From an optimization exercise on the open Yosys and OpenROAD flow, aimed at small area, a short achievable clock period and few clock cycles per item; shortcuts taken in it are not production practice.
In this exercise RTL edits were held to simulation tests only and were not proved equivalent to the original.
Power figures rest on the tool's default switching activity, not on a simulated workload.

<file path="design/flow/config.mk">
export PLATFORM = sky130hd
export DESIGN_NAME = kf_tss_check
export DESIGN_NICKNAME = kf_tss_check
export VERILOG_FILES = /design/flow/design.v
export SDC_FILE = /design/flow/constraint.sdc
export NUM_CORES = 4
export LEC_CHECK = 0
export CAP_MARGIN = 20
export CORE_MARGIN = 2
export CORE_UTILIZATION = 60
export CTS_BUF_LIST = sky130_fd_sc_hd__clkbuf_8
export PLACE_DENSITY = 0.7
export SETUP_SLACK_MARGIN = 4.8
export SLEW_MARGIN = 20
export SYNTH_HIERARCHICAL = 1
export SYNTH_MINIMUM_KEEP_SIZE = 0
export TNS_END_PERCENT = 5
</file>
<file path="design/flow/standard.sh">
#!/bin/bash
# synth_recipe.tcl (not shown) runs the flow's synth.tcl, then flattens the netlist and writes it again
# the make line also repeats each setting of config.mk as NAME=value (left out here)
make -C /OpenROAD-flow-scripts/flow DESIGN_CONFIG=/design/flow/config.mk WORK_HOME=/design/flow/orfs CLKGATE_MAP_FILE= SYNTH_SCRIPT=/design/flow/synth_recipe.tcl "${@:-finish}"
</file>
<file path="design/flow/flow/run.sh">
#!/bin/bash
# The standard layout (standard.sh), with the ports buffered by the smallest buffer
# (sky130_fd_sc_hd__buf_1) instead of the one buffer_ports picks by default.
set -euo pipefail
export BUFFER_PORTS_ARGS="-buffer_cell sky130_fd_sc_hd__buf_1"
bash standard.sh > standard.log 2>&1
</file>
<file path="design/flow/constraint.sdc">
create_clock -name core_clock -period 7.0 [get_ports {clk}]
set_input_delay 1.4000 -clock core_clock [delete_from_list [all_inputs] [get_ports {clk}]]
set_output_delay 1.4000 -clock core_clock [all_outputs]
set_load 0.01 [all_outputs]
</file>
<file path="design/flow/design.v">
module kf_tss_check (
    input  wire         clk,
    input  wire         rst,
    input  wire         in_valid,
    output wire         in_ready,
    input  wire         in_seq_stopped,
    input  wire         in_pin_owned,
    input  wire [31:0]  in_period,
    input  wire [319:0] in_entry,
    output wire         out_valid,
    output wire [15:0]  out_status,
    output wire [3:0]   out_field
);
    assign in_ready = 1'b1;
    wire [31:0] off  [0:7];
    wire [15:0] slot [0:3];
    genvar g;
    generate
        for (g = 0; g < 8; g = g + 1) begin : g_off
            assign off[g] = in_entry[32*g +: 32];
        end
        for (g = 0; g < 4; g = g + 1) begin : g_slot
            assign slot[g] = in_entry[256 + 16*g +: 16];
        end
    endgenerate
    integer i, k;
    reg [1:0] pre;
    always @(*) begin
        if (!in_seq_stopped)        pre = 2'd1;
        else if (!in_pin_owned)     pre = 2'd2;
        else if (in_period == 32'd0) pre = 2'd3;
        else                        pre = 2'd0;
    end
    reg [3:0] slot_bad;
    always @(*) begin
        for (i = 0; i < 4; i = i + 1) begin
            slot_bad[i] = 1'b0;
            for (k = 0; k < 6; k = k + 1)
                if (slot[i][2*k +: 2] == 2'b11)
                    slot_bad[i] = 1'b1;
            if (slot[i][15:14] == 2'b11)
                slot_bad[i] = 1'b1;
            if (slot[i][13:12] == 2'b00 && slot[i][15:14] != 2'b00)
                slot_bad[i] = 1'b1;
        end
    end
    reg       c5_fail;
    reg [1:0] c5_slot;
    always @(*) begin
        c5_fail = 1'b0;
        c5_slot = 2'd0;
        for (i = 3; i >= 0; i = i - 1)
            if (slot_bad[i]) begin
                c5_fail = 1'b1;
                c5_slot = i[1:0];
            end
    end
    reg [2:0] early;
    always @(*)
        if (pre != 2'd0)  early = {1'b0, pre};
        else if (c5_fail) early = {1'b1, c5_slot};
        else              early = 3'd0;
    reg [5:0] fire [0:3];
    reg [3:0] stb2;
    always @(*) begin
        for (i = 0; i < 4; i = i + 1) begin
            for (k = 0; k < 6; k = k + 1)
                fire[i][k] = slot[i][2*k +: 2] != 2'b00;
            stb2[i] = slot[i][15:14] == 2'b01 || slot[i][15:14] == 2'b10;
        end
    end
    reg [7:0] used;
    always @(*) begin
        for (k = 0; k < 6; k = k + 1)
            used[k] = fire[0][k] | fire[1][k] | fire[2][k] | fire[3][k];
        used[6] = 1'b1;
        used[7] = |stb2;
    end
    wire [2:0] ge_p  [0:7];
    wire [2:0] far_p [0:7];
    generate
        for (g = 0; g < 8; g = g + 1) begin : g_ge
            kf_tss_ge_lo u_lo (.a(off[g][15:0]),  .b(in_period[15:0]),  .c(ge_p[g][0]));
            kf_tss_ge_hi u_hi (.a(off[g][31:16]), .b(in_period[31:16]), .g(ge_p[g][2]),
                               .p(ge_p[g][1]));
        end
    endgenerate
    kf_tss_far_lo10 u_far10_lo (.a(off[1][16:0]), .b(off[0][16:0]), .c(far_p[0][0]));
    kf_tss_far_lo10 u_far20_lo (.a(off[2][16:0]), .b(off[0][16:0]), .c(far_p[1][0]));
    kf_tss_far_lo10 u_far21_lo (.a(off[2][16:0]), .b(off[1][16:0]), .c(far_p[2][0]));
    kf_tss_far_lo10 u_far30_lo (.a(off[3][16:0]), .b(off[0][16:0]), .c(far_p[3][0]));
    kf_tss_far_lo10 u_far31_lo (.a(off[3][16:0]), .b(off[1][16:0]), .c(far_p[4][0]));
    kf_tss_far_lo10 u_far32_lo (.a(off[3][16:0]), .b(off[2][16:0]), .c(far_p[5][0]));
    kf_tss_far_lo11 u_far54_lo (.a(off[5][16:0]), .b(off[4][16:0]), .c(far_p[6][0]));
    kf_tss_far_lo10 u_far76_lo (.a(off[7][16:0]), .b(off[6][16:0]), .c(far_p[7][0]));
    kf_tss_far_hi u_far10_hi (.a(off[1][31:16]), .b(off[0][31:16]), .g(far_p[0][2]), .p(far_p[0][1]));
    kf_tss_far_hi u_far20_hi (.a(off[2][31:16]), .b(off[0][31:16]), .g(far_p[1][2]), .p(far_p[1][1]));
    kf_tss_far_hi u_far21_hi (.a(off[2][31:16]), .b(off[1][31:16]), .g(far_p[2][2]), .p(far_p[2][1]));
    kf_tss_far_hi u_far30_hi (.a(off[3][31:16]), .b(off[0][31:16]), .g(far_p[3][2]), .p(far_p[3][1]));
    kf_tss_far_hi u_far31_hi (.a(off[3][31:16]), .b(off[1][31:16]), .g(far_p[4][2]), .p(far_p[4][1]));
    kf_tss_far_hi u_far32_hi (.a(off[3][31:16]), .b(off[2][31:16]), .g(far_p[5][2]), .p(far_p[5][1]));
    kf_tss_far_hi u_far54_hi (.a(off[5][31:16]), .b(off[4][31:16]), .g(far_p[6][2]), .p(far_p[6][1]));
    kf_tss_far_hi u_far76_hi (.a(off[7][31:16]), .b(off[6][31:16]), .g(far_p[7][2]), .p(far_p[7][1]));
    wire en2 = (fire[0][4] & fire[0][5]) | (fire[1][4] & fire[1][5]) |
               (fire[2][4] & fire[2][5]) | (fire[3][4] & fire[3][5]);
    reg        s_valid;
    reg [2:0]  s_early;
    reg [2:0]  s_ge  [0:7];
    reg [1:0]  s_used_e;  
    reg        s_used_s1;  
    reg [2:0]  s_far [0:7];
    reg [3:0]  s_fire [0:3];
    reg        s_en2;
    always @(posedge clk) begin
        s_valid <= in_valid & ~rst;
        s_early <= early;
        s_used_e  <= used[5:4];
        s_used_s1 <= used[7];
        for (k = 0; k < 8; k = k + 1) begin
            s_ge[k]  <= ge_p[k];
            s_far[k] <= far_p[k];
        end
        for (i = 0; i < 4; i = i + 1)
            s_fire[i] <= fire[i][3:0];
        s_en2   <= en2;
    end
    reg [7:0] s_gek;     
    reg [7:0] s_near;    
    always @(*)
        for (k = 0; k < 8; k = k + 1) begin
            s_gek[k]  = s_ge[k][2] | (s_ge[k][1] & s_ge[k][0]);
            s_near[k] = !(s_far[k][2] | (s_far[k][1] & s_far[k][0]));
        end
    wire [3:0] s_used_d = s_fire[0] | s_fire[1] | s_fire[2] | s_fire[3];
    wire [7:0] s_c6 = {s_used_s1, 1'b1, s_used_e, s_used_d} & s_gek;
    reg [2:0] s_c7 [0:3];
    always @(*) begin
        for (i = 0; i < 4; i = i + 1) begin
            s_c7[i][0] = s_fire[i][1] & s_fire[i][0] & s_near[0];
            s_c7[i][1] = s_fire[i][2] & (s_fire[i][1] ? s_near[2] : s_fire[i][0] & s_near[1]);
            s_c7[i][2] = s_fire[i][3] & (s_fire[i][2] ? s_near[5] :
                                         s_fire[i][1] ? s_near[4] : s_fire[i][0] & s_near[3]);
        end
    end
    wire s_c8 = s_en2 & s_near[6];
    wire s_c9 = s_used_s1 & s_near[7];
    localparam [15:0] ST_OK                 = 16'h0000;
    localparam [15:0] ST_SLOT_CODE          = 16'h0106;
    localparam [15:0] ST_EDGE_BEYOND_PERIOD = 16'h0107;
    localparam [15:0] ST_EDGE_SPACING       = 16'h0108;
    localparam [15:0] ST_STROBE_ORDER       = 16'h0109;
    localparam [15:0] ST_SEQ_STATE          = 16'h0200;
    localparam [15:0] ST_PIN_UNASSIGNED     = 16'h0201;
    localparam [15:0] ST_PERIOD_EMPTY       = 16'h0202;
    localparam [3:0]  F_NONE                = 4'd15;
    reg       c6_fail;
    reg [2:0] c6_off;
    always @(*) begin
        c6_fail = 1'b0;
        c6_off  = 3'd0;
        for (k = 7; k >= 0; k = k - 1)
            if (s_c6[k]) begin
                c6_fail = 1'b1;
                c6_off  = k[2:0];
            end
    end
    reg       c7_fail;
    reg [1:0] c7_off;
    always @(*) begin
        c7_fail = 1'b0;
        c7_off  = 2'd0;
        for (i = 3; i >= 0; i = i - 1)
            if (s_c7[i] != 3'd0) begin
                c7_fail = 1'b1;
                c7_off  = s_c7[i][0] ? 2'd1 : s_c7[i][1] ? 2'd2 : 2'd3;
            end
    end
    reg [15:0] status;
    reg [3:0]  field;
    always @(*) begin
        if (s_early == 3'd1) begin
            status = ST_SEQ_STATE;          field = F_NONE;
        end else if (s_early == 3'd2) begin
            status = ST_PIN_UNASSIGNED;     field = F_NONE;
        end else if (s_early == 3'd3) begin
            status = ST_PERIOD_EMPTY;       field = F_NONE;
        end else if (s_early[2]) begin
            status = ST_SLOT_CODE;          field = {2'b10, s_early[1:0]};
        end else if (c6_fail) begin
            status = ST_EDGE_BEYOND_PERIOD; field = {1'b0, c6_off};
        end else if (c7_fail) begin
            status = ST_EDGE_SPACING;       field = {2'b00, c7_off};
        end else if (s_c8) begin
            status = ST_EDGE_SPACING;       field = 4'd5;
        end else if (s_c9) begin
            status = ST_STROBE_ORDER;       field = 4'd7;
        end else begin
            status = ST_OK;                 field = F_NONE;
        end
    end
    reg       o_valid;
    reg [5:0] o_status;    
    reg [3:0] o_field;
    always @(posedge clk) begin
        o_valid  <= s_valid & ~rst;
        o_status <= {status[9:8], status[3:0]};
        o_field  <= field;
    end
    assign out_valid  = o_valid;
    assign out_status = {6'd0, o_status[5:4], 4'd0, o_status[3:0]};
    assign out_field  = o_field;
endmodule
module kf_tss_ge_lo (
    input  wire [15:0] a,
    input  wire [15:0] b,
    output wire        c
);
    reg [15:0] G, P;
    integer s, j;
    always @(*) begin
        G = a & ~b;
        P = a | ~b;
        G[0] = P[0];
        for (s = 1; s < 16; s = s * 2)
            for (j = 0; j + s < 16; j = j + 2 * s) begin
                G[j] = G[j+s] | (P[j+s] & G[j]);
                P[j] = P[j+s] & P[j];
            end
    end
    assign c = G[0];
endmodule
module kf_tss_ge_hi (
    input  wire [15:0] a,
    input  wire [15:0] b,
    output wire        g,
    output wire        p
);
    reg [15:0] G, P;
    integer s, j;
    always @(*) begin
        G = a & ~b;
        P = a | ~b;
        for (s = 1; s < 16; s = s * 2)
            for (j = 0; j + s < 16; j = j + 2 * s) begin
                G[j] = G[j+s] | (P[j+s] & G[j]);
                P[j] = P[j+s] & P[j];
            end
    end
    assign g = G[0];
    assign p = P[0];
endmodule
module kf_tss_far_lo10 (
    input  wire [16:0] a,
    input  wire [16:0] b,
    output wire        c
);
    reg [16:0] G, P, S;
    reg        clo;
    integer s, j;
    always @(*) begin
        G = a & ~b;
        P = a | ~b;
        G[0] = P[0];
        for (s = 1; s < 10; s = s * 2)
            for (j = 0; j + s < 10; j = j + 2 * s) begin
                G[j] = G[j+s] | (P[j+s] & G[j]);
                P[j] = P[j+s] & P[j];
            end
        clo = (a[10] ^ b[10]) & G[0];
        for (j = 11; j < 17; j = j + 1) begin
            S[j] = a[j] ^ b[j];
            G[j] = (S[j] & a[j-1]) | (S[j] & ~b[j-1]);    
            P[j] = (S[j] | a[j-1]) | ~b[j-1];
        end
        for (s = 1; s < 17 - 11; s = s * 2)
            for (j = 11; j + s < 17; j = j + 2 * s) begin
                G[j] = G[j+s] | (P[j+s] & G[j]);
                P[j] = P[j+s] & P[j];
            end
    end
    assign c = G[11] | (P[11] & clo);
endmodule
module kf_tss_far_lo11 (
    input  wire [16:0] a,
    input  wire [16:0] b,
    output wire        c
);
    reg [16:0] G, P, S;
    reg        clo;
    integer s, j;
    always @(*) begin
        G = a & ~b;
        P = a | ~b;
        G[0] = P[0];
        for (s = 1; s < 11; s = s * 2)
            for (j = 0; j + s < 11; j = j + 2 * s) begin
                G[j] = G[j+s] | (P[j+s] & G[j]);
                P[j] = P[j+s] & P[j];
            end
        clo = (a[11] ^ b[11]) & G[0];
        for (j = 12; j < 17; j = j + 1) begin
            S[j] = a[j] ^ b[j];
            G[j] = (S[j] & a[j-1]) | (S[j] & ~b[j-1]);    
            P[j] = (S[j] | a[j-1]) | ~b[j-1];
        end
        for (s = 1; s < 17 - 12; s = s * 2)
            for (j = 12; j + s < 17; j = j + 2 * s) begin
                G[j] = G[j+s] | (P[j+s] & G[j]);
                P[j] = P[j+s] & P[j];
            end
    end
    assign c = G[12] | (P[12] & clo);
endmodule
module kf_tss_far_hi (
    input  wire [15:0] a,
    input  wire [15:0] b,
    output wire        g,
    output wire        p
);
    reg [15:0] S, G, P;
    integer s, j;
    always @(*) begin
        for (j = 0; j < 16; j = j + 1)
            S[j] = (j == 15) ? 1'b0 : a[j+1] ^ b[j+1];
        for (j = 0; j < 16; j = j + 1) begin
            G[j] = (S[j] & a[j]) | (S[j] & ~b[j]);
            P[j] = (S[j] | a[j]) | ~b[j];
        end
        for (s = 1; s < 16; s = s * 2)
            for (j = 0; j + s < 16; j = j + 2 * s) begin
                G[j] = G[j+s] | (P[j+s] & G[j]);
                P[j] = P[j+s] & P[j];
            end
    end
    assign g = G[0];
    assign p = P[0];
endmodule
</file>
==> results of run 1 <==
power by group:
group | switching (µW) | leakage [µW] | internal, µW
registers | 32.4 | 0.000690 | 520
logic | 714 | 0.00690 | 486
clock network | 212 | 0.0000922 | 139
total | 959 | 0.00768 | 1140
Yosys stat by module (local to each module, per instance):
module | area, µm² | flops+latches
kf_tss_far_lo11 | 379 | 0
kf_tss_far_hi | 485 | 0
kf_tss_far_lo10 | 399 | 0
kf_tss_ge_hi | 310 | 0
kf_tss_check | 3150 | 83
kf_tss_ge_lo | 310 | 0
layer usage:
layer | vias up | GRT usage (%) | share of wire [%]
met5 | - | 0 | 0
met1 | 8345 | 48.4 | 40
met4 | 0 | 15.3 | 4.2
met2 | 913 | 66.8 | 47
met3 | 171 | 5.26 | 8.6
li1 | 8496 | - | -
kinds of logic (layout without fill, tap and decap cells):
logic type	after synthesis	in the layout	synth area share [%]
buffers and inverters	377	779	9.60
AOI/OAI and AO/OA	652	652	32.3
and+or+nand+nor	770	770	31.9
xor gates and xnor gates	151	151	8.71
DFF	83	83	10.9
adders and majority gates	91	91	6.55
other	2	14	0.0495
cell usage after synthesis, drive strengths merged (11+ instances only):
| cell type | count |
|---|---|
| o22ai | 84 |
| a22oi | 63 |
| nand4b | 17 |
| a211oi | 13 |
| nand4 | 30 |
| xnor2 | 16 |
| or2 | 24 |
| o2bb2ai | 29 |
| nand3 | 21 |
| o221ai | 25 |
| a221oi | 16 |
| a22o | 15 |
| dfxtp | 83 |
| inv | 325 |
| a2bb2oi | 18 |
| nor3 | 50 |
| a222oi | 29 |
| a31oi | 12 |
| buf | 11 |
| or3 | 11 |
| a21oi | 112 |
| o211ai | 26 |
| o2111ai | 16 |
| a2111oi | 19 |
| nor2 | 146 |
| a21boi | 19 |
| and3 | 11 |
| nand2b | 205 |
| o21ai | 97 |
| clkinv | 39 |
| ha | 16 |
| nor4 | 29 |
| or2b | 17 |
| nor2b | 85 |
| nand2 | 70 |
| maj3 | 75 |
| xor2 | 135 |
layout make-up:
class / count / share of cell area [%]
multi-input cells: 1675 / 68.9
repair buffers: 399 / 11.1
flip-flops and latches: 83 / 9.12
well taps: 330 / 2.27
clock inverters: 7 / 0.364
inverters: 364 / 7.54
diodes: 3 / 0.0412
clock buffers: 9 / 0.680
flip-flops by register name (all words and copies together) (netlist names):
signal / cells
s_valid: 1
s_fire: 16
s_far: 24
o_field: 4
s_used_s1: 1
s_early: 3
s_ge: 24
s_used_e: 2
o_valid: 1
s_en2: 1
o_status: 6
worst max-delay path, cell delays in order:
cell and delay (ns):
buf_8 0.10, buf_8 0.13, buf_6 0.13, a222oi_1 0.44
nor4b_4 0.36, nand4_1 0.16, nand4_1 0.12
through the flow:
step / instances / setup slack, ns / total power, µW / hold slack (ns)
after floorplan: 2135 / 4.45 / 1230 / 0.414
after global routing: 2868 / 4.33 / 2230 / 0.465
after CTS: 2865 / 4.58 / 2040 / 0.465
after global placement: 2825 / 3.82 / 1620 / 0.421
after detailed placement: 2825 / 3.75 / 1640 / 0.441
final: 2870 / 4.45 / 2100 / 0.462
timing repair:
item	CTS	global route
endpoints found under the setup margin	61	66
pin swaps	39	20
gates cloned	1	1
hold buffers	0	0
buffers inserted	23	1
gates resized for setup	169	159
path summary, 6_finish.rpt:
check / startpoint / to / slack (ns) / cells past startpoint
max: in_period[31] / s_ge[1][2] / 4.45 / 7
max reg2reg: s_fire[0][1] / o_status[0] / 4.80 / 5
min: s_valid / o_valid / 0.46 / 1
min reg2reg: s_valid / o_valid / 0.46 / 1
==> flow_metrics.py, run 1 <==
metrics = {
    "power": {
        "max-vdd-ir-drop_uv": 120,
        "powerDensity_nw_per_um2": 115,
        "p_leak_uw": 0.00768,
    },
    "logic_synthesis": {
        "synthTopCellsByArea": "dfxtp_1, nand2b_1, xor2_1",
        "yosysWarnings": 22,
        "synth.avg_cell_area_um2": 7.14,
        "synth_cell_types": 84,
        "ys_ff_latch": 83,
        "yosysTopAreaCell": "dfxtp_1",
        "synthCells": 2126,
        "synthArstFlopShare_pct": 0,
        "synth-seq-area-share_pct": 10.9,
        "synth_top_area_share_pct": 10.9,
        "synth_edf_count": 0,
        "syn_area_um2": 15200,
        "synth_flop_cell": "dfxtp_1",
    },
    "sta": {
        "setup_viol": 0,
        "hold_viol": 0,
        "tns_ns": 0,
        "rsz0062_at_grt": "true",
        "period_share_pct": 36.4,
        "fin_skew_ns": 0.0243,
        "layout_min_cycle_time_ns": 2.55,
        "max_freq_mhz": 393,
        "maxSlewViolCount": 0,
        "maxSlewHeadroom_pct": 43.5,
        "worst_slew_pin_slew_ns": 0.847,
    },
    "global_route": {
        "grt_pass1_wl_um": 82900,
        "grt_start_max_net_pins": 26,
        "track_usage_pct": 38.6,
        "gr-total-overflow": 0,
        "grt_pass1_vias": 16500,
        "antenna_found_initial": 3,
    },
    "placement": {
        "hpwl_um": 42900,
        "portBuffers": 367,
        "place_area_um2": 17000,
        "gp_congestion": 0.982,
    },
    "layout": {
        "final_core_util_pct": 72.7,
        "multiInputGateArea_um2": 12600,
        "seq_area_um2": 1660,
        "nets": 2905,
        "drive_above_1_share_pct": 17.9,
        "fin_area_um2": 18200,
        "fill_cells": 2111,
        "syn2layout_area_growth_pct": 20.0,
        "mostFrequentLayoutCells": "inv_1, buf_1, nand2b_1",
        "final_common_cell": "inv_1",
    },
    "clock_tree": {
        "clock-sinks": 83,
        "clock_path_buffers": 2,
        "clk_latency_ns": 0.38,
        "clk_pin_slew_ns": 0.11,
        "cts_tree": "built",
        "numCtsBuffers": 9,
        "h-tree-depth": 3,
        "cts-root-buf": "clkbuf_8",
    },
    "critical_path": {
        "cp-start-kind": "input port",
        "cp_max_fo": 7,
        "arrival_ns": 2.85,
        "path_class": "in2reg",
        "cp_data_required_time_ns": 7.31,
        "cp-end-kind": "flop",
    },
    "drt": {
        "drt-total-wl_um": 54400,
        "viasPerCell": 6.25,
        "via_count": 17900,
        "drt_pass1_iterations": 9,
        "ant_nets": 0,
        "drtIter0Drc": 2178,
        "drc": 0,
        "routedWlPerCell_um": 19.0,
    },
    "die": {
        "start_util_pct": 60.6,
        "die-area_um2": 26600,
        "placementRows": 58,
        "io_pins": 379,
        "core_um2": 25000,
        "die_h_um": 163,
        "die_w_um": 163,
    },
    "hold_path": {
        "hp-class": "reg2reg",
    },
    "flow_run": {
        "cap_violations": 0,
    },
    "run_status": {
        "outcome": "finished clean",
    },
}
Testbench counts, summed over its fixed seeds: cycles 24,016, items 24,000.
==> inputs of run 2 (changes only) <==
--- a/design/flow/config.mk
+++ b/design/flow/config.mk
@@ -11,5 +11,5 @@
 export CTS_BUF_LIST = sky130_fd_sc_hd__clkbuf_8
 export PLACE_DENSITY = 0.7
-export SETUP_SLACK_MARGIN = 4.8
+export SETUP_SLACK_MARGIN = 4.4
 export SLEW_MARGIN = 20
 export SYNTH_HIERARCHICAL = 1
==> flow_metrics.py, run 2 <==
metrics = {
    "run_status": {
        "outcome": "finished clean",
    },
    "critical_path": {
        "path_buf_inv": 1,
        "cp_data_required_time_ns": 7.32,
        "r2r_slack_ns": 4.69,
        "ff2ff_path_depth": 5,
        "cp-start-kind": "input port",
        "timing.rr.end": "o_status[0]",
        "path_class": "in2reg",
        "cp_max_fo": 17,
        "crit_path_top_delay_cell": "nor4_2",
        "reg2reg_from": "s_fire[0][3]",
        "critPathTopFamily": "simple AND/OR/NAND/NOR gates",
        "cp_cell_sequence": "buf_1, nor4_2, nand4_1, o21ai_0, nor2_1, nor2_1",
        "arrival_ns": 2.99,
        "crit_path_max_incr_delay_ns": 0.53,
        "cp-end-kind": "flop",
        "cpMostUsedCell": "nor2_1",
    },
    "layout": {
        "fill_cells": 2248,
        "fin_area_um2": 17300,
        "syn2layout_area_growth_pct": 14.1,
        "seq_area_um2": 1660,
        "multiInputGateArea_um2": 12100,
        "final_common_cell": "buf_1",
        "reg_top3": "s_far x24, s_ge x24, s_fire x16",
        "fin_cells": 2846,
        "mostFrequentLayoutCells": "buf_1, inv_1, nand2b_1",
        "nets": 2883,
        "drive_above_1_share_pct": 11.7,
    },
    "hold_path": {
        "hold-path-endpoint": "o_valid",
        "hp-class": "reg2reg",
        "min_from": "s_valid",
        "holdPathStages": 1,
    },
    "logic_synthesis": {
        "ys_ff_latch": 83,
        "synth_flop_cell": "dfxtp_1",
        "yosysTopAreaCell": "dfxtp_1",
        "synth-seq-area-share_pct": 10.9,
        "synthCells": 2126,
        "synth_common_cells": "inv_1, nand2b_1, nor2_1, xor2_1, a21oi_1",
        "synth.avg_cell_area_um2": 7.14,
        "synth_edf_count": 0,
        "yosysWarnings": 22,
        "synth_cell_types": 84,
        "synthTopCellsByArea": "dfxtp_1, nand2b_1, xor2_1",
        "yosys.cell_count.top_type": "inv_1",
        "synthArstFlopShare_pct": 0,
        "synth_top_area_share_pct": 10.9,
        "syn_area_um2": 15200,
    },
    "drt": {
        "viasPerCell": 6.24,
        "via_count": 17800,
        "drtIter0Drc": 1678,
        "drt-total-wl_um": 52700,
        "drt_pass1_iterations": 9,
        "drc": 0,
        "routedWlPerCell_um": 18.5,
        "ant_nets": 0,
    },
    "placement": {
        "place_area_um2": 16900,
        "hpwl_um": 43100,
        "gp_congestion": 0.994,
        "place_inst": 2822,
        "portBuffers": 367,
    },
    "die": {
        "die-area_um2": 26600,
        "die_h_um": 163,
        "core_um2": 25000,
        "start_util_pct": 60.6,
        "die_w_um": 163,
        "io_pins": 379,
        "placementRows": 58,
    },
    "clock_tree": {
        "clock_path_buffers": 2,
        "clock-sinks": 83,
        "clk_latency_ns": 0.38,
        "h-tree-depth": 3,
        "cts_tree": "built",
        "clk_pin_slew_ns": 0.10,
        "numCtsBuffers": 9,
        "cts-root-buf": "clkbuf_8",
    },
    "power": {
        "total_power_uw": 2020,
        "max-vdd-ir-drop_uv": 90.9,
        "powerDensity_nw_per_um2": 117,
        "p_leak_uw": 0.00711,
    },
    "global_route": {
        "track_usage_pct": 37.7,
        "gr-total-overflow": 0,
        "grt_pass1_wl_um": 80700,
        "antenna_found_initial": 3,
        "grt_start_max_net_pins": 26,
        "grt_pass1_vias": 16000,
    },
    "sta": {
        "layout_min_cycle_time_ns": 2.67,
        "maxSlewHeadroom_pct": 33.8,
        "hold_viol": 0,
        "period_share_pct": 38.2,
        "holdWs_ns": 0.467,
        "setup_viol": 0,
        "max_freq_mhz": 374,
        "tns_ns": 0,
        "fin_skew_ns": 0.0122,
        "worst_slew_pin_slew_ns": 0.993,
        "rsz0062_at_grt": "true",
        "maxSlewViolCount": 0,
    },
    "flow_run": {
        "cap_violations": 0,
    },
}
==> run 2: cell counts after synthesis <==
Identical to the previous run, type by type.
==> run 2: metrics by stage <==
| step | util (%) | setup WS (ns) |
|---|---|---|
| after floorplan | - | 4.40 |
| after global placement | 67.6 | 3.78 |
| after detailed placement | 67.6 | 3.69 |
| after CTS | 68.9 | 4.38 |
| after global routing | 69.1 | 4.30 |
| final | 69.1 | 4.33 |
==> run 2: cell families (layout without fill, tap and decap cells) <==
| family | count (synthesis) | after routing | synth area share, % |
|---|---|---|---|
| buffers and inverters | 377 | 757 | 9.60 |
| other | 2 | 12 | 0.0495 |
| AO/OA/AOI/OAI | 652 | 652 | 32.3 |
| adder cells (fa/ha/maj) | 91 | 91 | 6.55 |
| XOR/XNOR | 151 | 151 | 8.71 |
| AND/OR/NAND/NOR | 770 | 770 | 31.9 |
| flip-flops | 83 | 83 | 10.9 |
==> run 2: layout make-up <==
type | instances | area share (%)
multi-input combinational | 1675 | 70.1
sequential | 83 | 9.60
clock inverter | 7 | 0.383
timing repair buffer | 377 | 8.87
inverter | 364 | 7.89
antenna | 1 | 0.0145
clock buffer | 9 | 0.716
tap | 330 | 2.39
==> run 2: repair_timing <==
| item | 4_1_cts | 5_1_grt |
|---|---|---|
| hold buffers | 0 | 0 |
| cloned | 0 | 0 |
| buffers inserted | 4 | 3 |
| pin swaps | 7 | 5 |
| gates resized for setup | 30 | 29 |
| setup endpoints to repair | 30 | 39 |
==> run 2: where the power goes <==
part / total (µW) / switching (µW) / internal (µW)
clock: 346 / 207 / 139
sequential: 552 / 32.6 / 520
combinational: 1120 / 686 / 436
==> run 2: Yosys stat by module, one instance, submodules excluded <==
module / cell area [µm²] / flip-flops and latches
kf_tss_ge_lo: 310 / 0
kf_tss_ge_hi: 310 / 0
kf_tss_far_hi: 485 / 0
kf_tss_far_lo10: 399 / 0
kf_tss_check: 3150 / 83
kf_tss_far_lo11: 379 / 0
==> run 2: per-layer routing <==
layer | vias to the layer above | part of all wire [%] | wire length [µm] | global-route usage [%]
met5 | - | 0.051 | 27 | 0
met4 | 4 | 4.3 | 2270 | 16.8
met3 | 147 | 9.5 | 4990 | 6.22
met2 | 864 | 46 | 24300 | 63.2
met1 | 8266 | 40 | 21100 | 47.6
li1 | 8470 | - | - | -
==> run 2: how the worst max path moves through the flow <==
stage | start | endpoint | slack (ns) | cells after the start
finish | in_period[27] | s_early[1] | 4.33 | 6
global route | in_entry[135] | s_far[6][0] | 4.30 | 6
CTS | in_period[4] | s_early[1] | 4.38 | 6
detailed placement | in_entry[94] | s_ge[2][1] | 3.69 | 6
global placement | in_period[4] | s_early[1] | 3.78 | 6
floorplan | in_entry[168] | s_far[6][0] | 4.40 | 5
==> inputs of run 3 (changes only) <==
--- a/design/flow/config.mk
+++ b/design/flow/config.mk
@@ -11,7 +11,7 @@
 export CTS_BUF_LIST = sky130_fd_sc_hd__clkbuf_8
 export PLACE_DENSITY = 0.7
-export SETUP_SLACK_MARGIN = 4.4
+export SETUP_SLACK_MARGIN = 4.6
 export SLEW_MARGIN = 20
 export SYNTH_HIERARCHICAL = 1
 export SYNTH_MINIMUM_KEEP_SIZE = 0
-export TNS_END_PERCENT = 5
+export TNS_END_PERCENT = 10
==> flow_metrics.py, run 3 <==
metrics = {
    "critical_path": {
        "cp-end-kind": "flop",
        "crit_path_max_incr_delay_ns": 0.37,
        "cp-start-kind": "input port",
        "arrival_ns": 2.74,
        "cp_data_required_time_ns": 7.23,
        "critPathTopFamily": "compound AO/OA/AOI/OAI gates",
        "path_buf_inv": 1,
        "cp_max_fo": 3,
        "crit_path_top_delay_cell": "a2111oi_4",
        "cp_cell_sequence": "buf_6, nor2b_4, maj3_2, a2111oi_4, o221a_4, o221ai_4",
        "path_class": "in2reg",
    },
    "clock_tree": {
        "cts_tree": "built",
        "clock-sinks": 83,
        "clock_path_buffers": 2,
        "clk_latency_ns": 0.38,
        "h-tree-depth": 3,
        "cts-root-buf": "clkbuf_8",
        "numCtsBuffers": 9,
        "clk_pin_slew_ns": 0.11,
    },
    "sta": {
        "worst_slew_pin_slew_ns": 0.756,
        "layout_min_cycle_time_ns": 2.51,
        "maxSlewViolCount": 0,
        "tns_ns": 0,
        "hold_viol": 0,
        "maxSlewHeadroom_pct": 49.6,
        "fin_skew_ns": 0.0167,
        "holdWs_ns": 0.466,
        "period_share_pct": 35.8,
        "max_freq_mhz": 398,
        "rsz0062_at_grt": "true",
        "setup_viol": 0,
    },
    "logic_synthesis": {
        "syn_area_um2": 15200,
        "synth.avg_cell_area_um2": 7.14,
        "synthArstFlopShare_pct": 0,
        "yosys.cell_count.top_type": "inv_1",
        "synth_top_area_share_pct": 10.9,
        "synthTopCellsByArea": "dfxtp_1, nand2b_1, xor2_1",
        "ys_ff_latch": 83,
        "synth_flop_cell": "dfxtp_1",
        "yosysTopAreaCell": "dfxtp_1",
        "synth_edf_count": 0,
        "synth_cell_types": 84,
        "synth_common_cells": "inv_1, nand2b_1, nor2_1, xor2_1, a21oi_1",
        "yosysWarnings": 22,
        "synth-seq-area-share_pct": 10.9,
        "synthCells": 2126,
    },
    "global_route": {
        "grt_start_max_net_pins": 26,
        "antenna_found_initial": 2,
        "track_usage_pct": 38.4,
        "gr-total-overflow": 0,
        "grt_pass1_vias": 16500,
        "grt_pass1_wl_um": 82400,
    },
    "die": {
        "die_h_um": 163,
        "die-area_um2": 26600,
        "die_w_um": 163,
        "core_um2": 25000,
        "start_util_pct": 60.6,
        "io_pins": 379,
        "placementRows": 58,
    },
    "hold_path": {
        "hp-class": "reg2reg",
    },
    "drt": {
        "drt_pass1_iterations": 6,
        "via_count": 17800,
        "drt-total-wl_um": 53300,
        "drtIter0Drc": 1787,
        "ant_nets": 0,
        "drc": 0,
        "routedWlPerCell_um": 18.7,
        "viasPerCell": 6.23,
    },
    "power": {
        "p_leak_uw": 0.00743,
        "powerDensity_nw_per_um2": 117,
        "max-vdd-ir-drop_uv": 86.6,
    },
    "layout": {
        "mostFrequentLayoutCells": "inv_1, buf_1, nand2b_1",
        "reg_top3": "s_far x24, s_ge x24, s_fire x16",
        "nets": 2893,
        "final_common_cell": "inv_1",
        "drive_above_1_share_pct": 15.6,
        "syn2layout_area_growth_pct": 16.2,
    },
    "placement": {
        "hpwl_um": 43300,
        "portBuffers": 367,
        "gp_congestion": 0.964,
    },
    "flow_run": {
        "cap_violations": 0,
    },
    "run_status": {
        "outcome": "finished clean",
    },
}
[run 3: cell families after synthesis]
group                      after synthesis  share of synthesized area (%)
and+or+nand+nor                        770                           31.9
other                                    2                         0.0495
xor gates and xnor gates               151                           8.71
adders and majority gates               91                           6.55
buffers and inverters                  377                           9.60
AOI/OAI and AO/OA                      652                           32.3
DFF                                     83                           10.9
[run 3: timing repair]
| action | in CTS | in global routing |
|---|---|---|
| pin swaps | 9 | 13 |
| setup endpoints to repair | 47 | 48 |
| gates cloned | 0 | 1 |
| gates resized for setup | 99 | 94 |
| setup buffers | 8 | 5 |
| hold buffers | 0 | 0 |
[run 3: worst register-to-register path, stage by stage, from the launching register on]
cell and delay, ns:
dfxtp_1 0.36, or4_4 0.55, a222oi_1 0.64, nand4b_2 0.29
a311oi_1 0.31, nor3_1 0.08
[run 3: where the power goes]
group          internal [µW]  switching [µW]  total [µW]
registers                520            34.7         554
clock network            139             216         355
logic                    455             691        1150
total                   1110             942        2060
[run 3: per-module statistics from Yosys (local to each module, per instance)]
| module | flip-flops and latches | times used | cells inside | area (µm²) |
|---|---|---|---|---|
| kf_tss_check | 83 | 1 | 311 | 3150 |
| kf_tss_far_hi | 0 | 8 | 73 | 485 |
| kf_tss_far_lo10 | 0 | 7 | 61 | 399 |
| kf_tss_far_lo11 | 0 | 1 | 52 | 379 |
| kf_tss_ge_hi | 0 | 8 | 51 | 310 |
| kf_tss_ge_lo | 0 | 8 | 43 | 310 |
[run 3: stage by stage]
stage	utilization [%]	std cells	cell area, µm²	power [µW]	setup slack [ns]
2_1_floorplan	-	2135	15200	1230	4.45
3_3_place_gp	67.7	2825	17000	1620	3.78
3_5_place_dp	67.7	2825	17000	1640	3.68
4_1_cts	69.4	2849	17400	2010	4.49
5_1_grt	70.4	2855	17600	2180	4.45
6_report	70.4	2856	17600	2060	4.49
[run 3: area by class of cell]
cell class / count / area, µm²
Sequential cell: 83 / 1660
Multi-Input combinational cell: 1675 / 12300
Inverter: 364 / 1370
Clock buffer: 9 / 124
Clock inverter: 7 / 66.3
Tap cell: 330 / 413
Timing Repair Buffer: 387 / 1740
Fill cell: 2274 / 7410
Antenna cell: 1 / 2.50
[run 3: metal layers]
layer  share of wire [%]  vias up  wire length (µm)  GRT usage [%]
met5                   0        -                 0              0
met4                 4.4        0              2360           16.7
met3                 8.7      152              4660           5.51
met2                  46      882             24700           65.4
met1                  40     8282             21600           48.2
li1                    -     8468                 -              -
[run 3: path summary, 6_finish.rpt]
kind                 start           to  slack (ns)  cells past startpoint
max reg2reg   s_fire[1][2]  o_status[0]        4.67                      5
min                s_valid      o_valid        0.47                      1
max          in_entry[168]  s_far[6][0]        4.49                      6
min reg2reg        s_valid      o_valid        0.47                      1
==> inputs of run 4 (changes only) <==
--- a/design/flow/config.mk
+++ b/design/flow/config.mk
@@ -10,8 +10,8 @@
 export CORE_UTILIZATION = 60
 export CTS_BUF_LIST = sky130_fd_sc_hd__clkbuf_8
-export PLACE_DENSITY = 0.7
+export PLACE_DENSITY = 0.55
 export SETUP_SLACK_MARGIN = 4.6
 export SLEW_MARGIN = 20
 export SYNTH_HIERARCHICAL = 1
 export SYNTH_MINIMUM_KEEP_SIZE = 0
-export TNS_END_PERCENT = 10
+export TNS_END_PERCENT = 5
==> flow_metrics.py, run 4 <==
metrics = {
    "layout": {
        "fill_cells": 2273,
        "final_common_cell": "inv_1",
        "final_core_util_pct": 70.1,
        "nets": 2893,
        "reg_top3": "s_far x24, s_ge x24, s_fire x16",
        "seq_area_um2": 1660,
        "syn2layout_area_growth_pct": 15.7,
        "mostFrequentLayoutCells": "inv_1, buf_1, nand2b_1",
        "multiInputGateArea_um2": 12200,
        "drive_above_1_share_pct": 15.9,
    },
    "drt": {
        "via_count": 17800,
        "drt-total-wl_um": 54400,
        "met3WireLength_um": 4850,
        "routedWlPerCell_um": 19.0,
        "drc": 0,
        "drtIter0Drc": 1499,
        "viasPerCell": 6.23,
        "met1_length_um": 21900,
        "dr_wl_met2_um": 25100,
        "drt_pass1_iterations": 6,
        "ant_nets": 0,
        "routed.top_layer": "met5",
    },
    "critical_path": {
        "cp_data_required_time_ns": 7.28,
        "critPathTopFamily": "buffers and inverters",
        "path_buf_inv": 3,
        "crit_path_max_incr_delay_ns": 0.52,
        "cpMostUsedCell": "nand4_1",
        "path_class": "in2reg",
        "cp-end-kind": "flop",
        "cp-start-kind": "input port",
        "crit_path_top_delay_cell": "buf_1",
        "cp_max_fo": 9,
        "cp_cell_sequence": "buf_1, inv_1, nor2_1, nor4b_4, buf_4, nand4_1, nand4_1",
        "arrival_ns": 2.72,
    },
    "global_route": {
        "grt_start_max_net_pins": 26,
        "antenna_found_initial": 2,
        "grt_pass1_wl_um": 82900,
        "gr-total-overflow": 0,
        "grt_pass1_vias": 16300,
        "track_usage_pct": 39.1,
    },
    "sta": {
        "worst_slew_pin_slew_ns": 0.793,
        "tns_ns": 0,
        "maxSlewHeadroom_pct": 47.2,
        "period_share_pct": 34.9,
        "hold_viol": 0,
        "fin_skew_ns": 0.0109,
        "layout_min_cycle_time_ns": 2.44,
        "max_freq_mhz": 410,
        "maxSlewViolCount": 0,
        "setup_viol": 0,
        "rsz0062_at_grt": "true",
        "layout_setup_ws_ns": 4.56,
    },
    "clock_tree": {
        "cts_tree": "built",
        "h-tree-depth": 3,
        "clk_latency_ns": 0.39,
        "clock_path_buffers": 2,
        "clock-sinks": 83,
        "clk_pin_slew_ns": 0.11,
        "postCtsHoldBufs": 0,
        "numCtsBuffers": 9,
        "cts-root-buf": "clkbuf_8",
    },
    "logic_synthesis": {
        "ys_ff_latch": 83,
        "synth_flop_cell": "dfxtp_1",
        "yosys.cell_count.top_type": "inv_1",
        "synth.avg_cell_area_um2": 7.14,
        "synthCells": 2126,
        "synthTopCellsByArea": "dfxtp_1, nand2b_1, xor2_1",
        "yosysWarnings": 22,
        "synthArstFlopShare_pct": 0,
        "synth-seq-area-share_pct": 10.9,
        "synth_cell_types": 84,
        "yosysTopAreaCell": "dfxtp_1",
        "synth_top_area_share_pct": 10.9,
        "syn_area_um2": 15200,
        "synth_edf_count": 0,
        "synth_common_cells": "inv_1, nand2b_1, nor2_1, xor2_1, a21oi_1",
    },
    "die": {
        "io_pins": 379,
        "core_um2": 25000,
        "placementRows": 58,
        "die-area_um2": 26600,
        "die_w_um": 163,
        "start_util_pct": 60.6,
        "die_h_um": 163,
    },
    "placement": {
        "hpwl_um": 43600,
        "gp_congestion": 1.01,
        "portBuffers": 367,
        "pre_cts_slack_ns": 3.53,
    },
    "power": {
        "max-vdd-ir-drop_uv": 115,
        "total_power_uw": 2060,
        "p_leak_uw": 0.00743,
        "powerDensity_nw_per_um2": 117,
    },
    "flow_run": {
        "cap_violations": 0,
    },
    "run_status": {
        "outcome": "finished clean",
    },
    "hold_path": {
        "hp-class": "reg2reg",
    },
}
run 4: cell counts after synthesis:
No cell type changed its count.
run 4: routing by layer:
metal,up-vias,GRT usage [%]
li1,8465,-
met1,8310,49.5
met2,854,64.6
met3,167,6.40
met4,2,18.7
met5,-,0
run 4: stage by stage:
step                      instance area [µm²]  hold WS, ns  std cells
after floorplan                         15200        0.414       2135
after global placement                  16900        0.423       2824
after detailed placement                16900        0.443       2824
after CTS                               17400        0.473       2847
after global routing                    17600        0.481       2856
final                                   17600        0.463       2856
run 4: where the power goes:
part	internal (µW)	leakage [µW]	switching (µW)	total (µW)
Sequential	520	0.000690	34.7	554
Clock	139	0.0000902	225	364
Combinational	451	0.00665	690	1140
Total	1110	0.00743	950	2060
run 4: Yosys stat by module, one instance, submodules excluded:
module / times used / cells / flops+latches
kf_tss_far_lo10: 7 / 61 / 0
kf_tss_far_lo11: 1 / 52 / 0
kf_tss_far_hi: 8 / 73 / 0
kf_tss_ge_hi: 8 / 51 / 0
kf_tss_ge_lo: 8 / 43 / 0
kf_tss_check: 1 / 311 / 83
run 4: path summary, 6_finish.rpt:
| kind | from | to | slack [ns] | cells past startpoint |
|---|---|---|---|---|
| setup / recovery | in_period[25] | s_ge[0][2] | 4.56 | 7 |
| hold reg to reg | s_valid | o_valid | 0.46 | 1 |
| setup reg to reg | s_far[3][1] | o_status[3] | 4.80 | 6 |
| hold / removal | s_valid | o_valid | 0.46 | 1 |
run 4: kinds of logic after synthesis:
family	after synthesis	share of synthesized area, %
xor+xnor	151	8.71
compound gates	652	32.3
simple gates	770	31.9
buf+inv	377	9.60
other cells	2	0.0495
flops	83	10.9
fa+ha+maj	91	6.55
run 4: layout make-up:
class                      count  share of cell area (%)
antenna                        1                  0.0142
multi-input combinational   1675                    69.5
clock buffer                   9                   0.705
inverter                     364                    7.78
sequential                    83                    9.46
tap                          330                    2.35
timing repair buffer         387                    9.76
clock inverter                 7                   0.413
run 4: repair_timing:
item	in CTS	in global routing
endpoints found under the setup margin	46	50
pin swaps	11	19
gates resized for setup	112	84
buffers inserted	7	8
run 4: worst register-to-register path: cells and delay by family, from the launching register on:
kind               cells  cell delay, ns
AOI/OAI and AO/OA      3            1.12
DFF                    1            0.33
and+or+nand+nor        3            0.65
==> inputs of run 5 (changes only) <==
--- a/design/flow/config.mk
+++ b/design/flow/config.mk
@@ -10,5 +10,5 @@
 export CORE_UTILIZATION = 60
 export CTS_BUF_LIST = sky130_fd_sc_hd__clkbuf_8
-export PLACE_DENSITY = 0.55
+export PLACE_DENSITY = 0.66
 export SETUP_SLACK_MARGIN = 4.6
 export SLEW_MARGIN = 20
==> flow_metrics.py, run 5 <==
metrics = {
    "power": {
        "p_sw_share_pct": 46.1,
        "p_int_uw": 1110,
        "p_leak_uw": 0.00743,
        "seqPwrFrac_pct": 26.9,
        "p_comb_share_pct": 55.4,
        "max-vdd-ir-drop_uv": 115,
        "switchingPower_uw": 950,
        "total_power_uw": 2060,
        "powerDensity_nw_per_um2": 117,
        "power.share.clock_pct": 17.7,
    },
    "sta": {
        "setup_viol": 0,
        "fin_skew_ns": 0.0109,
        "layout_min_cycle_time_ns": 2.44,
        "period_share_pct": 34.9,
        "rsz0062_at_grt": "true",
        "max_freq_mhz": 410,
        "hold_viol": 0,
        "tns_ns": 0,
        "maxSlewHeadroom_pct": 47.2,
        "maxSlewViolCount": 0,
        "worst_slew_pin_slew_ns": 0.793,
    },
    "logic_synthesis": {
        "yosysWarnings": 22,
        "syn_area_um2": 15200,
        "synth_edf_count": 0,
        "synthTopCellsByArea": "dfxtp_1, nand2b_1, xor2_1",
        "synthCells": 2126,
        "synth_common_cells": "inv_1, nand2b_1, nor2_1, xor2_1, a21oi_1",
        "synth_top_area_share_pct": 10.9,
        "ys_ff_latch": 83,
        "synth_flop_cell": "dfxtp_1",
        "yosys.cell_count.top_type": "inv_1",
        "synthArstFlopShare_pct": 0,
        "synth.avg_cell_area_um2": 7.14,
        "synth_cell_types": 84,
        "yosysTopAreaCell": "dfxtp_1",
        "synth-seq-area-share_pct": 10.9,
    },
    "drt": {
        "drt-total-wl_um": 54400,
        "via_count": 17800,
        "ant_nets": 0,
        "viasPerCell": 6.23,
        "drtIter0Drc": 1499,
        "routedWlPerCell_um": 19.0,
        "drc": 0,
        "drt_pass1_iterations": 6,
    },
    "layout": {
        "drive_above_1_share_pct": 15.9,
        "final_common_cell": "inv_1",
        "fin_area_um2": 17600,
        "fill_cells": 2273,
        "syn2layout_area_growth_pct": 15.7,
        "reg_top3": "s_far x24, s_ge x24, s_fire x16",
        "mostFrequentLayoutCells": "inv_1, buf_1, nand2b_1",
        "nets": 2893,
    },
    "clock_tree": {
        "postCtsHoldBufs": 0,
        "clk_latency_ns": 0.39,
        "clock-sinks": 83,
        "h-tree-depth": 3,
        "cts_tree": "built",
        "clk_pin_slew_ns": 0.11,
        "cts-root-buf": "clkbuf_8",
        "clock_path_buffers": 2,
        "numCtsBuffers": 9,
    },
    "placement": {
        "hpwl_um": 43600,
        "place_area_um2": 16900,
        "portBuffers": 367,
        "gp_congestion": 1.01,
    },
    "global_route": {
        "use_met3_pct": 6.40,
        "grt_util_met1_pct": 49.5,
        "grt_pass1_wl_um": 82900,
        "grt_start_max_net_pins": 26,
        "grt_util_met2_pct": 64.6,
        "gr-total-overflow": 0,
        "track_usage_pct": 39.1,
        "grt_pass1_vias": 16300,
        "grt-busiest-layer": "met2",
        "antenna_found_initial": 2,
    },
    "run_status": {
        "outcome": "finished clean",
    },
    "die": {
        "die_h_um": 163,
        "start_util_pct": 60.6,
        "die-area_um2": 26600,
        "die_w_um": 163,
        "core_um2": 25000,
        "placementRows": 58,
        "io_pins": 379,
    },
    "critical_path": {
        "cp-start-kind": "input port",
        "cp-end-kind": "flop",
        "arrival_ns": 2.72,
        "crit_path_top_delay_cell": "buf_1",
        "cpMostUsedCell": "nand4_1",
        "cp_max_fo": 9,
        "cp_cell_sequence": "buf_1, inv_1, nor2_1, nor4b_4, buf_4, nand4_1, nand4_1",
        "path_class": "in2reg",
        "cp_data_required_time_ns": 7.28,
        "crit_path_max_incr_delay_ns": 0.52,
    },
    "hold_path": {
        "hp-class": "reg2reg",
    },
    "flow_run": {
        "cap_violations": 0,
    },
}
-- run 5: cell counts after synthesis --
Identical to the previous run, type by type.
-- run 5: area by class of cell --
type / instances / area [µm²] / area share [%]
Antenna cell: 1 / 2.50 / 0.0142
Clock buffer: 9 / 124 / 0.705
Clock inverter: 7 / 72.6 / 0.413
Inverter: 364 / 1370 / 7.78
Multi-Input combinational cell: 1675 / 12200 / 69.5
Sequential cell: 83 / 1660 / 9.46
Tap cell: 330 / 413 / 2.35
Timing Repair Buffer: 387 / 1710 / 9.76
-- run 5: logic make-up (layout without fill, tap and decap cells) --
kind of cell	Yosys count	after routing	share of synthesized area, %
compound gates	652	652	32.3
xor+xnor	151	151	8.71
fa+ha+maj	91	91	6.55
buf+inv	377	767	9.60
flops	83	83	10.9
other cells	2	12	0.0495
simple gates	770	770	31.9
-- run 5: Yosys stat by module (local to each module, per instance) --
module / flops+latches / cells / area [µm²]
kf_tss_ge_lo: 0 / 43 / 310
kf_tss_far_hi: 0 / 73 / 485
kf_tss_far_lo10: 0 / 61 / 399
kf_tss_far_lo11: 0 / 52 / 379
kf_tss_check: 83 / 311 / 3150
kf_tss_ge_hi: 0 / 51 / 310
-- run 5: final timing paths --
check | from | cells past startpoint | to | slack, ns
worst min register to register | s_valid | 1 | o_valid | 0.46
worst max-delay path | in_period[25] | 7 | s_ge[0][2] | 4.56
worst max register to register | s_far[3][1] | 6 | o_status[3] | 4.80
worst min-delay path | s_valid | 1 | o_valid | 0.46
-- run 5: power by group through the flow --
stage / Clock [µW] / Sequential (µW) / Combinational [µW]
after global placement: 0 / 562 / 1060
after CTS: 369 / 552 / 1100
after detailed placement: 0 / 563 / 1080
after global routing: 387 / 557 / 1240
after floorplan: 0 / 547 / 679
final: 364 / 554 / 1140
-- run 5: layer usage --
| layer | up-vias | wire length, µm |
|---|---|---|
| met5 | - | 11 |
| met4 | 2 | 2590 |
| met3 | 167 | 4850 |
| met2 | 854 | 25100 |
| met1 | 8310 | 21900 |
| li1 | 8465 | - |
-- run 5: what timing repair did --
item                                    CTS  global route
pin swaps                                11            19
buffers inserted                          7             8
endpoints found under the setup margin   46            50
resized for setup                       112            84
-- run 5: metrics by stage --
stage               setup slack (ns)  utilization (%)  cells  hold slack [ns]
floorplan                       4.45                -   2135            0.414
global placement                3.53             67.7   2824            0.423
detailed placement              3.53             67.7   2824            0.443
CTS                             4.55             69.3   2847            0.473
global route                    4.52             70.1   2856            0.481
finish                          4.56             70.1   2856            0.463
-- run 5: critical path: cells and delay by family --
family	cells	cell delay, ns
and+or+nand+nor	4	0.52
buffers and inverters	3	0.80
==> inputs of run 6 (changes only) <==
--- a/design/flow/config.mk
+++ b/design/flow/config.mk
@@ -10,5 +10,5 @@
 export CORE_UTILIZATION = 60
 export CTS_BUF_LIST = sky130_fd_sc_hd__clkbuf_8
-export PLACE_DENSITY = 0.66
+export PLACE_DENSITY = 0.7
 export SETUP_SLACK_MARGIN = 4.6
 export SLEW_MARGIN = 20
==> flow_metrics.py, run 6 <==
metrics = {
    "run_status": {
        "outcome": "finished clean",
    },
    "clock_tree": {
        "postCtsHoldBufs": 0,
        "numCtsBuffers": 9,
        "clk_pin_slew_ns": 0.11,
        "clk_latency_ns": 0.38,
        "cts_tree": "built",
        "h-tree-depth": 3,
        "clock_path_buffers": 2,
        "clock-sinks": 83,
        "cts-root-buf": "clkbuf_8",
    },
    "layout": {
        "reg_top3": "s_far x24, s_ge x24, s_fire x16",
        "syn2layout_area_growth_pct": 16.1,
        "mostFrequentLayoutCells": "inv_1, buf_1, nand2b_1",
        "nets": 2894,
        "final_common_cell": "inv_1",
        "drive_above_1_share_pct": 15.5,
        "fin_cells": 2857,
    },
    "logic_synthesis": {
        "synth_top_family_by_area": "compound AO/OA/AOI/OAI gates",
        "synthTopCellsByArea": "dfxtp_1, nand2b_1, xor2_1",
        "yosysTopAreaCell": "dfxtp_1",
        "ys_ff_latch": 83,
        "syn_area_um2": 15200,
        "synth_xor_area_share_pct": 8.71,
        "synthArstFlopShare_pct": 0,
        "yosysWarnings": 22,
        "synth_common_cells": "inv_1, nand2b_1, nor2_1, xor2_1, a21oi_1",
        "synthCells": 2126,
        "synth.avg_cell_area_um2": 7.14,
        "synth-seq-area-share_pct": 10.9,
        "synth_fa_ha_area_share_pct": 6.55,
        "synth_top_area_share_pct": 10.9,
        "synth_flop_cell": "dfxtp_1",
        "synth_edf_count": 0,
        "yosys.cell_count.top_type": "inv_1",
        "synth_compound_area_share_pct": 32.3,
        "synth_cell_types": 84,
        "muxShareOfSynthArea_pct": 0,
        "synth-simple-area-share_pct": 31.9,
    },
    "placement": {
        "hpwl_um": 43300,
        "portBuffers": 367,
        "gp_congestion": 0.964,
        "place_inst": 2825,
    },
    "sta": {
        "fin_skew_ns": 0.0162,
        "maxSlewHeadroom_pct": 46.1,
        "layout_min_cycle_time_ns": 2.52,
        "hold_viol": 0,
        "rsz0062_at_grt": "true",
        "worst_slew_pin_slew_ns": 0.808,
        "period_share_pct": 36.0,
        "setup_viol": 0,
        "max_freq_mhz": 397,
        "maxSlewViolCount": 0,
        "tns_ns": 0,
    },
    "die": {
        "placementRows": 58,
        "start_util_pct": 60.6,
        "io_pins": 379,
        "die_h_um": 163,
        "die-area_um2": 26600,
        "die_w_um": 163,
        "core_um2": 25000,
    },
    "critical_path": {
        "cp-start-kind": "input port",
        "cp-end-kind": "flop",
        "crit_path_top_delay_cell": "a2111oi_4",
        "path_class": "in2reg",
        "cp_data_required_time_ns": 7.23,
        "arrival_ns": 2.75,
        "cp_cell_sequence": "buf_6, nor2b_4, maj3_2, a2111oi_4, o221a_4, o221ai_4",
        "cp_max_fo": 3,
        "crit_path_max_incr_delay_ns": 0.37,
    },
    "drt": {
        "via_count": 17800,
        "ant_nets": 0,
        "routedWlPerCell_um": 18.6,
        "viasPerCell": 6.22,
        "drc": 0,
        "drt-total-wl_um": 53100,
        "drt_pass1_iterations": 6,
        "drtIter0Drc": 1833,
    },
    "global_route": {
        "grt_start_max_net_pins": 26,
        "antenna_found_initial": 2,
        "track_usage_pct": 38.4,
        "grt_pass1_vias": 16500,
        "grt_pass1_wl_um": 82300,
        "gr-total-overflow": 0,
    },
    "power": {
        "total_power_uw": 2050,
        "powerDensity_nw_per_um2": 116,
        "p_leak_uw": 0.00742,
        "max-vdd-ir-drop_uv": 86.4,
    },
    "hold_path": {
        "hp-class": "reg2reg",
    },
    "flow_run": {
        "cap_violations": 0,
    },
}
==> run 6: logic make-up after synthesis <==
kind of cell               Yosys count
and+or+nand+nor                    770
AOI/OAI and AO/OA                  652
buffers and inverters              377
xor gates and xnor gates           151
adders and majority gates           91
DFF                                 83
other                                2
==> run 6: critical path, delay by kind of cell <==
family	cells	cell delay [ns]
AOI/OAI and AO/OA	3	0.79
adders and majority gates	1	0.34
buffers and inverters	1	0.10
and+or+nand+nor	1	0.11
==> run 6: timing repair <==
action / in CTS / in global routing
gates cloned: 0 / 1
endpoints found under the hold margin: 0 / 0
pin swaps: 8 / 15
resized for setup: 85 / 105
setup buffers: 8 / 6
endpoints found under the setup margin: 47 / 48
==> run 6: modules after synthesis (local to each module, per instance) <==
module,flip-flops and latches,cell area (µm²)
kf_tss_ge_lo,0,310
kf_tss_far_lo11,0,379
kf_tss_ge_hi,0,310
kf_tss_check,83,3150
kf_tss_far_hi,0,485
kf_tss_far_lo10,0,399
==> run 6: stage by stage <==
stage	setup WS, ns	area, µm²	utilization [%]	hold slack (ns)
finish	4.48	17600	70.4	0.466
global route	4.45	17600	70.4	0.488
CTS	4.49	17400	69.3	0.471
detailed placement	3.68	17000	67.7	0.441
global placement	3.78	17000	67.7	0.422
floorplan	4.45	15200	-	0.414
==> run 6: layout make-up <==
class / instances / area [µm²]
diodes: 1 / 2.50
well taps: 330 / 413
inverters: 364 / 1370
fillers: 2280 / 7410
clock inverters: 7 / 66.3
clock buffers: 9 / 124
multi-input cells: 1675 / 12300
repair buffers: 388 / 1740
flip-flops and latches: 83 / 1660
==> run 6: where the power goes <==
| group | total (µW) | switching (µW) | internal, µW |
|---|---|---|---|
| logic | 1150 | 690 | 455 |
| clock network | 352 | 213 | 139 |
| registers | 554 | 34.3 | 520 |
==> run 6: metal layers <==
metal	track usage (%)	wire (µm)	up-vias
met2	65.7	24900	877
met5	0	0	-
li1	-	-	8487
met4	16.3	2220	0
met3	5.38	4640	139
met1	48.1	21400	8271
==> run 6: path summary, 6_finish.rpt <==
path	from	end	slack (ns)	cells past startpoint
max	in_entry[168]	s_far[6][0]	4.48	6
min	s_valid	o_valid	0.47	1
max reg2reg	s_fire[0][3]	o_status[0]	4.67	5
min reg2reg	s_valid	o_valid	0.47	1
==> inputs of run 7 (changes only) <==
--- a/design/flow/config.mk
+++ b/design/flow/config.mk
@@ -8,5 +8,5 @@
 export CAP_MARGIN = 20
 export CORE_MARGIN = 2
-export CORE_UTILIZATION = 60
+export CORE_UTILIZATION = 65
 export CTS_BUF_LIST = sky130_fd_sc_hd__clkbuf_8
 export PLACE_DENSITY = 0.7
==> flow_metrics.py, run 7 <==
metrics = {
    "die": {
        "core_um2": 22800,
        "start_util_pct": 66.6,
        "die_h_um": 157,
        "die-area_um2": 24600,
        "io_pins": 379,
        "placementRows": 55,
        "die_w_um": 157,
    },
    "sta": {
        "rsz0062_at_grt": "true",
        "period_share_pct": 36.1,
        "holdWs_ns": 0.468,
        "layout_min_cycle_time_ns": 2.53,
        "hold_viol": 0,
        "max_freq_mhz": 395,
        "tns_ns": 0,
        "fin_skew_ns": 0.0226,
        "worst_slew_pin_slew_ns": 0.988,
        "setup_viol": 0,
        "maxSlewViolCount": 0,
        "maxSlewHeadroom_pct": 34.1,
    },
    "clock_tree": {
        "clock_path_buffers": 2,
        "cts_tree": "built",
        "cts-root-buf": "clkbuf_8",
        "clk_latency_ns": 0.39,
        "h-tree-depth": 3,
        "clock-sinks": 83,
        "numCtsBuffers": 9,
        "clk_pin_slew_ns": 0.10,
    },
    "power": {
        "seqPwrFrac_pct": 26.9,
        "p_comb_share_pct": 56.2,
        "p_sw_share_pct": 46.1,
        "powerDensity_nw_per_um2": 117,
        "switchingPower_uw": 949,
        "total_power_uw": 2060,
        "max-vdd-ir-drop_uv": 88.6,
        "p_int_uw": 1110,
        "p_leak_uw": 0.00743,
        "power.share.clock_pct": 16.9,
    },
    "critical_path": {
        "cp_cell_sequence": "buf_1, xor2_1, nor2_1, nor3_2, and4_1",
        "arrival_ns": 2.82,
        "ff2ff_path_depth": 6,
        "startpoint": "in_entry[121]",
        "timing.rr.end": "o_status[0]",
        "crit_path_max_incr_delay_ns": 0.42,
        "r2r_slack_ns": 4.66,
        "cp-end-kind": "flop",
        "cp_max_fo": 8,
        "cp-start-kind": "input port",
        "path_class": "in2reg",
        "crit_end": "s_far[4][1]",
        "crit_path_top_delay_cell": "buf_1",
        "cp_data_required_time_ns": 7.29,
        "reg2reg_from": "s_far[0][0]",
    },
    "global_route": {
        "grt_start_max_net_pins": 26,
        "track_usage_pct": 43.6,
        "gr-total-overflow": 0,
        "antenna_found_initial": 1,
        "grt_pass1_vias": 17500,
        "grt_pass1_wl_um": 85900,
    },
    "layout": {
        "reg_top3": "s_far x24, s_ge x24, s_fire x16",
        "fin_area_um2": 17600,
        "final_common_cell": "inv_1",
        "antenna_cells": 0,
        "final_core_util_pct": 77.2,
        "nets": 2895,
        "fill_cells": 1864,
        "syn2layout_area_growth_pct": 15.8,
        "mostFrequentLayoutCells": "inv_1, buf_1, nand2b_1",
        "drive_above_1_share_pct": 15.9,
    },
    "logic_synthesis": {
        "syn_area_um2": 15200,
        "synth_cell_types": 84,
        "synthTopCellsByArea": "dfxtp_1, nand2b_1, xor2_1",
        "synth.avg_cell_area_um2": 7.14,
        "synth-seq-area-share_pct": 10.9,
        "ys_ff_latch": 83,
        "synth_edf_count": 0,
        "synthArstFlopShare_pct": 0,
        "yosysWarnings": 22,
        "synth_flop_cell": "dfxtp_1",
        "yosys.cell_count.top_type": "inv_1",
        "synthCells": 2126,
        "yosysTopAreaCell": "dfxtp_1",
        "synth_common_cells": "inv_1, nand2b_1, nor2_1, xor2_1, a21oi_1",
        "synth_top_area_share_pct": 10.9,
    },
    "placement": {
        "hpwl_um": 43700,
        "place_area_um2": 16900,
        "gp_congestion": 1.02,
        "portBuffers": 367,
    },
    "drt": {
        "routedWlPerCell_um": 19.5,
        "drt_pass1_iterations": 9,
        "via_count": 18400,
        "ant_nets": 0,
        "viasPerCell": 6.46,
        "drc": 0,
        "drt-total-wl_um": 55500,
        "drtIter0Drc": 2026,
    },
    "hold_path": {
        "hp-class": "reg2reg",
    },
    "flow_run": {
        "cap_violations": 0,
    },
    "run_status": {
        "outcome": "finished clean",
    },
}
run 7: logic make-up (layout without fill, tap and decap cells):
| logic type | after synthesis | count (layout) | synth area share [%] |
|---|---|---|---|
| adder cells (fa/ha/maj) | 91 | 91 | 6.55 |
| XOR/XNOR | 151 | 151 | 8.71 |
| other | 2 | 11 | 0.0495 |
| AO/OA/AOI/OAI | 652 | 652 | 32.3 |
| flip-flops | 83 | 83 | 10.9 |
| AND/OR/NAND/NOR | 770 | 770 | 31.9 |
| buffers and inverters | 377 | 769 | 9.60 |
run 7: worst min-delay path by stage:
stage               depth (start not counted)  slack [ns]  endpoint  startpoint
finish                                      1        0.47   o_valid     s_valid
global route                                1        0.49   o_valid     s_valid
CTS                                         1        0.48   o_valid     s_valid
detailed placement                          1        0.45   o_valid     s_valid
global placement                            1        0.43   o_valid     s_valid
floorplan                                   1        0.41   o_valid     s_valid
run 7: metrics by stage:
step	std cells	setup WS, ns
2_1_floorplan	2135	4.45
3_3_place_gp	2807	3.81
3_5_place_dp	2807	3.66
4_1_cts	2832	4.55
5_1_grt	2840	4.46
6_report	2840	4.47
run 7: metal layers:
layer | wire length (µm) | global-route usage (%)
met1 | 20500 | 50.4
met2 | 26200 | 73.7
met3 | 5340 | 8.92
met4 | 3480 | 26.8
met5 | 13 | 0
run 7: critical path, delay by kind of cell:
kind	cells	cell delay, ns
and+or+nand+nor	3	0.76
xor gates and xnor gates	1	0.23
buffers and inverters	1	0.42
run 7: what timing repair did:
action | in CTS | in global routing
buffers inserted | 9 | 8
pin swaps | 9 | 13
gates resized for setup | 121 | 70
hold buffers | 0 | 0
endpoints found under the setup margin | 46 | 48
run 7: Yosys stat by module (local to each module, per instance):
module | area, µm² | flops+latches
kf_tss_ge_hi | 310 | 0
kf_tss_far_lo10 | 399 | 0
kf_tss_far_hi | 485 | 0
kf_tss_far_lo11 | 379 | 0
kf_tss_check | 3150 | 83
kf_tss_ge_lo | 310 | 0
run 7: layout make-up:
cell class                      count  area, µm²  share of cell area [%]
Clock buffer                        9        124                   0.705
Tap cell                          313        392                    2.23
Clock inverter                      7       58.8                   0.334
Multi-Input combinational cell   1675      12200                    69.5
Timing Repair Buffer              389       1750                    9.98
Inverter                          364       1370                    7.77
Sequential cell                    83       1660                    9.45
run 7: power groups by stage:
stage / clock (µW) / combinational [µW] / sequential, µW
2_1_floorplan: 0 / 679 / 547
3_3_place_gp: 0 / 1050 / 560
3_5_place_dp: 0 / 1080 / 561
4_1_cts: 343 / 1110 / 550
5_1_grt: 363 / 1250 / 555
6_report: 348 / 1160 / 553

==> what the ideal ports hide <==
How much do the figures lean on ideal ports? The routed layouts below were timed once more, with nothing changed but the port constraints. Step 1, drivers: a clkbuf_16 drives clk and a buf_2 each remaining input, both assumed. Step 2 times the ports against the registers' clock, not the clock port: input delays grow and output delays shrink by t, the midpoint of the rising clock arrivals with the driver on. Three values: ideal ports, drivers, drivers and shift; two values: the first two.
| run | t, ns | setup slack, ns | pins driven straight from the clock port |
|---|---|---|---|
| run 1 | 0.419 | 4.454 / 4.462 / 4.043 | 1 |
| run 2 | 0.414 | 4.329 / 4.351 / 3.937 | 1 |
| run 3 | 0.419 | 4.491 / 4.496 / 4.077 | 1 |
| run 4 | 0.429 | 4.559 / 4.573 / 4.144 | 1 |
| run 5 | 0.429 | 4.559 / 4.573 / 4.144 | 1 |
| run 6 | 0.418 | 4.483 / 4.493 / 4.075 | 1 |
| run 7 | 0.427 | 4.470 / 4.492 / 4.065 | 1 |
After both steps every run listed still meets setup and hold.
